What follows belongs to an exercise in optimizing a design on an open flow for small area, a short achievable clock period and few clock cycles; a production flow would make more cautious choices.
Where RTL was checked, it was by simulation tests only, not by an equivalence proof against the original.

==> 08-13 <==
Design arc_detector, start of the top module:
module arc_detector (
    input  wire        clk,
    input  wire        rst,         
    input  wire [14:0] depth,       
    input  wire [14:0] alpha,       
    input  wire [14:0] floor_q,     
    input  wire [5:0]  confirm,     
    input  wire [15:0] holdoff,     
    input  wire [7:0]  limit,       
    input  wire [15:0] learn,       
    input  wire        latch_in,    
    input  wire        s_valid,
    input  wire [15:0] s_data,      
    input  wire        s_clr,       
    output wire        s_ready,
    output reg         r_valid,
    output reg         r_evt,       
    output reg         r_inh,       
    output reg         r_latch,     
    output reg  [31:0] r_arcs       
);
==> flow/config.mk <==
export PLATFORM = sky130hd
export DESIGN_NAME = arc_detector
export DESIGN_NICKNAME = arc_detector
export VERILOG_FILES = /design/flow/design.v
export SDC_FILE = /design/flow/constraint.sdc
export NUM_CORES = 4
export LEC_CHECK = 0
export CAP_MARGIN = 20
export CORE_MARGIN = 2
export CORE_UTILIZATION = 40
export SLEW_MARGIN = 20
==> flow/constraint.sdc <==
create_clock -name core_clock -period 14.0 [get_ports {clk}]
set_input_delay 2.8000 -clock core_clock [delete_from_list [all_inputs] [get_ports {clk}]]
set_output_delay 2.8000 -clock core_clock [all_outputs]
set_load 0.01 [all_outputs]
run.sh (not shown) runs the stock make flow with config.mk's settings and CLKGATE_MAP_FILE= SYNTH_SCRIPT=/design/flow/synth_recipe.tcl, a recipe that flattens the netlist after the stock synthesis.
==> inputs of 05-26, as changes to 08-13 <==
--- a/flow/design.v
+++ b/flow/design.v
@@ -16,36 +16,46 @@
     output reg         r_valid,
     output reg         r_evt,       
     output reg         r_inh,       
     output reg         r_latch,     
     output reg  [31:0] r_arcs       
 );
     localparam [10:0] POLL_LAST = 11'd1999;    
-    assign s_ready = 1'b1;
     reg               xv;
     reg  signed [15:0] x;
     reg               clr;
+    reg               sat;           
     reg        [14:0] alpha_r;
     reg        [14:0] e_r;           
+    wire              stall;
+    assign s_ready = ~stall;
     always @(posedge clk) begin
-        xv      <= s_valid & ~rst;
-        x       <= s_data;
-        clr     <= s_clr;
+        if (rst)
+            xv <= 1'b0;
+        else if (!stall)
+            xv <= s_valid;
+        if (!stall) begin
+            x   <= s_data;
+            clr <= s_clr;
+        end
+        sat     <= stall & ~rst;
         alpha_r <= alpha;
         e_r     <= 15'd0 - depth;
     end
     reg signed [30:0] b;
     reg        [15:0] c;
     reg               m_hold, m_learn;
     reg        [10:0] poll;
     wire signed [15:0] bq = b[30:15];
     wire [14:0] bq_u = b[29:15];
     wire above_floor = ~b[30] & (b[29:15] >= floor_q);
     wire [16:0] diff = {x[15], x} - {bq[15], bq};
-    wire [15:0] s = (diff[16] == diff[15]) ? diff[15:0] : {diff[16], {15{~diff[16]}}};
+    wire        ovf  = diff[16] ^ diff[15];
+    assign stall = xv & ovf & ~sat;
+    wire [15:0] s = sat ? {~b[30], {15{b[30]}}} : diff[15:0];
     wire ba_one0 = alpha_r[0] ^ 1'b0;
     wire ba_two0 = (alpha_r[1] & ~alpha_r[0] & ~1'b0) | (~alpha_r[1] & alpha_r[0] & 1'b0);
     wire ba_neg0 = alpha_r[1];
     wire ba_one1 = alpha_r[2] ^ alpha_r[1];
     wire ba_two1 = (alpha_r[3] & ~alpha_r[2] & ~alpha_r[1]) | (~alpha_r[3] & alpha_r[2] & alpha_r[1]);
     wire ba_neg1 = alpha_r[3];
     wire ba_one2 = alpha_r[4] ^ alpha_r[3];
@@ -1532,16 +1542,16 @@
             m_learn <= (learn != 16'd0);
             poll    <= 11'd0;
             r_valid <= 1'b0;
             r_inh   <= 1'b0;
             r_latch <= latch_in;
             r_arcs  <= 32'd0;
         end else begin
-            r_valid <= xv;
-            if (xv) begin
+            r_valid <= xv & ~stall;
+            if (xv & ~stall) begin
                 if (upd) b <= b_next;
                 c       <= n_c;
                 m_hold  <= n_hold_mode;
                 m_learn <= n_learn_mode;
                 poll    <= poll_end ? 11'd0 : poll + 11'd1;
                 r_inh   <= n_inh;
                 r_latch <= n_latch;
==> flow/flow/run.sh (new file) <==
#!/bin/bash
# The standard layout, with timing repair asked to leave setup slack so that
# the design runs well below the fixed clock period.
set -euo pipefail
bash standard.sh SETUP_SLACK_MARGIN=7 finish > standard.log 2>&1
==> flow/standard.sh (new file) <==
#!/bin/bash
# synth_recipe.tcl (not shown) runs the flow's synth.tcl, then flattens the netlist and writes it again
# the make line also repeats each setting of config.mk as NAME=value (left out here)
make -C /OpenROAD-flow-scripts/flow DESIGN_CONFIG=/design/flow/config.mk WORK_HOME=/design/flow/orfs CLKGATE_MAP_FILE= SYNTH_SCRIPT=/design/flow/synth_recipe.tcl "${@:-finish}"
CORE_UTILIZATION = 55   (was 40)
removed: flow/run.sh
==> inputs of 04-12, as changes to 08-13 <==
--- a/flow/design.v
+++ b/flow/design.v
@@ -17,35 +17,42 @@
     output reg         r_evt,       
     output reg         r_inh,       
     output reg         r_latch,     
     output reg  [31:0] r_arcs       
 );
     localparam [10:0] POLL_LAST = 11'd1999;    
     assign s_ready = 1'b1;
-    reg               xv;
-    reg  signed [15:0] x;
-    reg               clr;
+    reg               va, vb;
+    reg  signed [15:0] xa, x;
+    reg               ca, clr;
+    reg        [15:0] dq;            
     reg        [14:0] alpha_r;
     reg        [14:0] e_r;           
+    wire       [15:0] dq_next;
     always @(posedge clk) begin
-        xv      <= s_valid & ~rst;
-        x       <= s_data;
-        clr     <= s_clr;
+        va      <= s_valid & ~rst;
+        xa      <= s_data;
+        ca      <= s_clr;
+        vb      <= va & ~rst;
+        x       <= xa;
+        clr     <= ca;
+        dq      <= dq_next;
         alpha_r <= alpha;
         e_r     <= 15'd0 - depth;
     end
+    wire xv = vb;
     reg signed [30:0] b;
     reg        [15:0] c;
     reg               m_hold, m_learn;
     reg        [10:0] poll;
     wire signed [15:0] bq = b[30:15];
     wire [14:0] bq_u = b[29:15];
     wire above_floor = ~b[30] & (b[29:15] >= floor_q);
-    wire [16:0] diff = {x[15], x} - {bq[15], bq};
-    wire [15:0] s = (diff[16] == diff[15]) ? diff[15:0] : {diff[16], {15{~diff[16]}}};
+    wire ovf = (x[15] ^ b[30]) & (dq[15] ^ x[15]);
+    wire [15:0] s = ovf ? {~b[30], {15{b[30]}}} : dq;
     wire ba_one0 = alpha_r[0] ^ 1'b0;
     wire ba_two0 = (alpha_r[1] & ~alpha_r[0] & ~1'b0) | (~alpha_r[1] & alpha_r[0] & 1'b0);
     wire ba_neg0 = alpha_r[1];
     wire ba_one1 = alpha_r[2] ^ alpha_r[1];
     wire ba_two1 = (alpha_r[3] & ~alpha_r[2] & ~alpha_r[1]) | (~alpha_r[3] & alpha_r[2] & alpha_r[1]);
     wire ba_neg1 = alpha_r[3];
     wire ba_one2 = alpha_r[4] ^ alpha_r[3];
@@ -1473,19 +1480,27 @@
     assign td_276 = (td_215 & bd_p7_15) | (td_215 & td_214) | (bd_p7_15 & td_214);
     wire td_277;
     assign td_277 = 1'b1 ^ td_216 ^ ~bd_p7_16;
     wire [30:0] td_s = {td_276, td_274, td_272, td_270, td_268, td_266, td_264, td_262, td_260, td_258, td_256, td_254, td_252, td_250, td_248, td_246, td_244, td_242, td_240, td_238, td_236, td_234, td_232, td_230, td_228, td_226, td_224, td_222, td_220, td_218, td_217};
     wire [30:0] td_c = {td_277, td_275, td_273, td_271, td_269, td_267, td_265, td_263, td_261, td_259, td_257, td_255, td_253, td_251, td_249, td_247, td_245, td_243, td_241, td_239, td_237, td_235, td_233, td_231, td_229, td_227, td_225, td_223, td_221, td_219, bd_p0_0};
     wire [30:0] td_sum = td_s + td_c;
     wire below  = x[15] | ~td_sum[30];
+    wire [15:0] dq_frz = xa - bq;
+    wire [15:0] xa_p1  = xa + 16'd1;
+    wire [30:0] r1     = {xa_p1, 15'd0};
+    wire [30:0] cs_s   = r1 ^ ~ta_s ^ ~ta_c;
+    wire [30:0] cs_c   = (r1 & ~ta_s) | (r1 & ~ta_c) | (~ta_s & ~ta_c);
+    wire [30:0] v_sum  = cs_s + {cs_c[29:0], 1'b1};
+    wire [15:0] dq_upd = v_sum[30:15];
     wire detect = above_floor & below;
     wire c_one = (c == 16'd1);
     wire [15:0] c_dec = c - 16'd1;
     wire arc = ~m_hold & ~m_learn & detect & c_one;
     wire upd = ~m_hold & (m_learn | ~detect);
+    assign dq_next = (xv & upd) ? dq_upd : dq_frz;
     wire [31:0] arcs_inc = r_arcs + 32'd1;
     wire poll_end = (poll == POLL_LAST);
     reg        n_inh, n_latch, n_hold_mode, n_learn_mode;
     reg [31:0] n_arcs;
     reg [15:0] n_c;
     always @(*) begin
         n_inh        = r_inh;
==> flow/flow/run.sh (new file) <==
#!/bin/bash
# The standard layout, with timing repair asked to leave setup slack so that
# the design runs well below the fixed clock period.
set -euo pipefail
bash standard.sh SETUP_SLACK_MARGIN=8 finish > standard.log 2>&1
==> flow/standard.sh (new file) <==
#!/bin/bash
# synth_recipe.tcl (not shown) runs the flow's synth.tcl, then flattens the netlist and writes it again
# the make line also repeats each setting of config.mk as NAME=value (left out here)
make -C /OpenROAD-flow-scripts/flow DESIGN_CONFIG=/design/flow/config.mk WORK_HOME=/design/flow/orfs CLKGATE_MAP_FILE= SYNTH_SCRIPT=/design/flow/synth_recipe.tcl "${@:-finish}"
removed: flow/run.sh
==> run_results.csv <==
group,metric,value,unit
cells_and_area,final_nets,3583,
cells_and_area,multi_input_area_share,69.6,%
synthesis,synthMuxAreaShare,1.52,%
critical_path,r2r_cells,33,
critical_path,rr_endpoint,"b[25]$_SDFFE_PP0P_",
worst_hold_path,holdPathStages,2,
floorplan,start_util,40.5,%
route,wl_met3,9230,um
cells_and_area,synthToLayoutAreaGrowth,9.79,%
cells_and_area,buffers,199,
outcome,status,"complete, no violations",
The numbers above come from 08-13.

==> run_results.csv <==
group,metric,value,unit
floorplan,start_util,55.8,%
synthesis,synthMuxAreaShare,2.00,%
cts,cts_max_path_buffers,2,
worst_hold_path,holdPathStages,2,
synthesis,syn_nets,3740,
outcome,status,"complete, no violations",
synthesis,yosys.area_share.simple,13.1,%
cells_and_area,synthToLayoutAreaGrowth,17.7,%
critical_path,cpPeakStageDelay,0.60,ns
cells_and_area,multi_input_area_share,68.0,%
cells_and_area,final_nets,3784,
cells_and_area,buffers,329,
critical_path,r2r_cells,33,
route,drtPass1Iterations,7,
cells_and_area,final_common_cell,"inv_1",
synthesis,synthTopCellsByCount,"inv_1 (389), a21oi_1 (375), nor2_1 (273)",
route,wl_met3,9760,um
The numbers above come from 05-26.

==> run_results.csv <==
group,metric,value,unit
worst_hold_path,holdPathStages,0,
cells_and_area,synthToLayoutAreaGrowth,23.0,%
cells_and_area,multi_input_area_share,66.7,%
critical_path,r2r_cells,26,
critical_path,worstPathRequired,14.38,ns
cells_and_area,buffers,351,
synthesis,synthMuxAreaShare,1.29,%
outcome,status,"complete, no violations",
floorplan,start_util,40.3,%
worst_hold_path,hold_class,"reg -> reg",
cells_and_area,final_nets,4123,
critical_path,rr_endpoint,"dq[13]$_DFF_P_",
The numbers above come from 04-12.

Testbench counts of 08-13, summed over its fixed seeds: cycles 192,016.
Testbench counts of 05-26, summed over its fixed seeds: cycles 192,016.
The RTL of 04-12 was laid out without a check of its function.

[separate check: timing with driven ports]
No port has a modelled driver above. Below, the same layouts with a new extraction and two added sets of constraints. Step 1 sets driving cells, clkbuf_16 on the clock port and buf_2 on the other inputs (assumed; they add their load-dependent delay and slew). Step 2 also shifts input and output timing later by t, the mid clock arrival at the registers, as if the neighbouring blocks saw the same clock. Slacks: ideal ports / drivers / drivers and shift; pairs: ideal ports / drivers.
run	t (ns)	slack for setup (ns)	worst setup path at the end	worst register clock-pin slew, ns	worst slew at a driven data input, ns
08-13	0.546	3.189 / 3.189 / 3.189	register to register	0.08 / 0.08	0.11
05-26	0.548	6.859 / 6.859 / 6.859	register to register	0.08 / 0.08	0.07
04-12	0.553	7.710 / 7.710 / 7.528	input to register	0.09 / 0.09	0.07
After both steps setup and hold are still met in every run listed. The setup slack of 04-12, which loses most, moves by 0.000 ns with the drivers and by -0.182 ns with both steps.
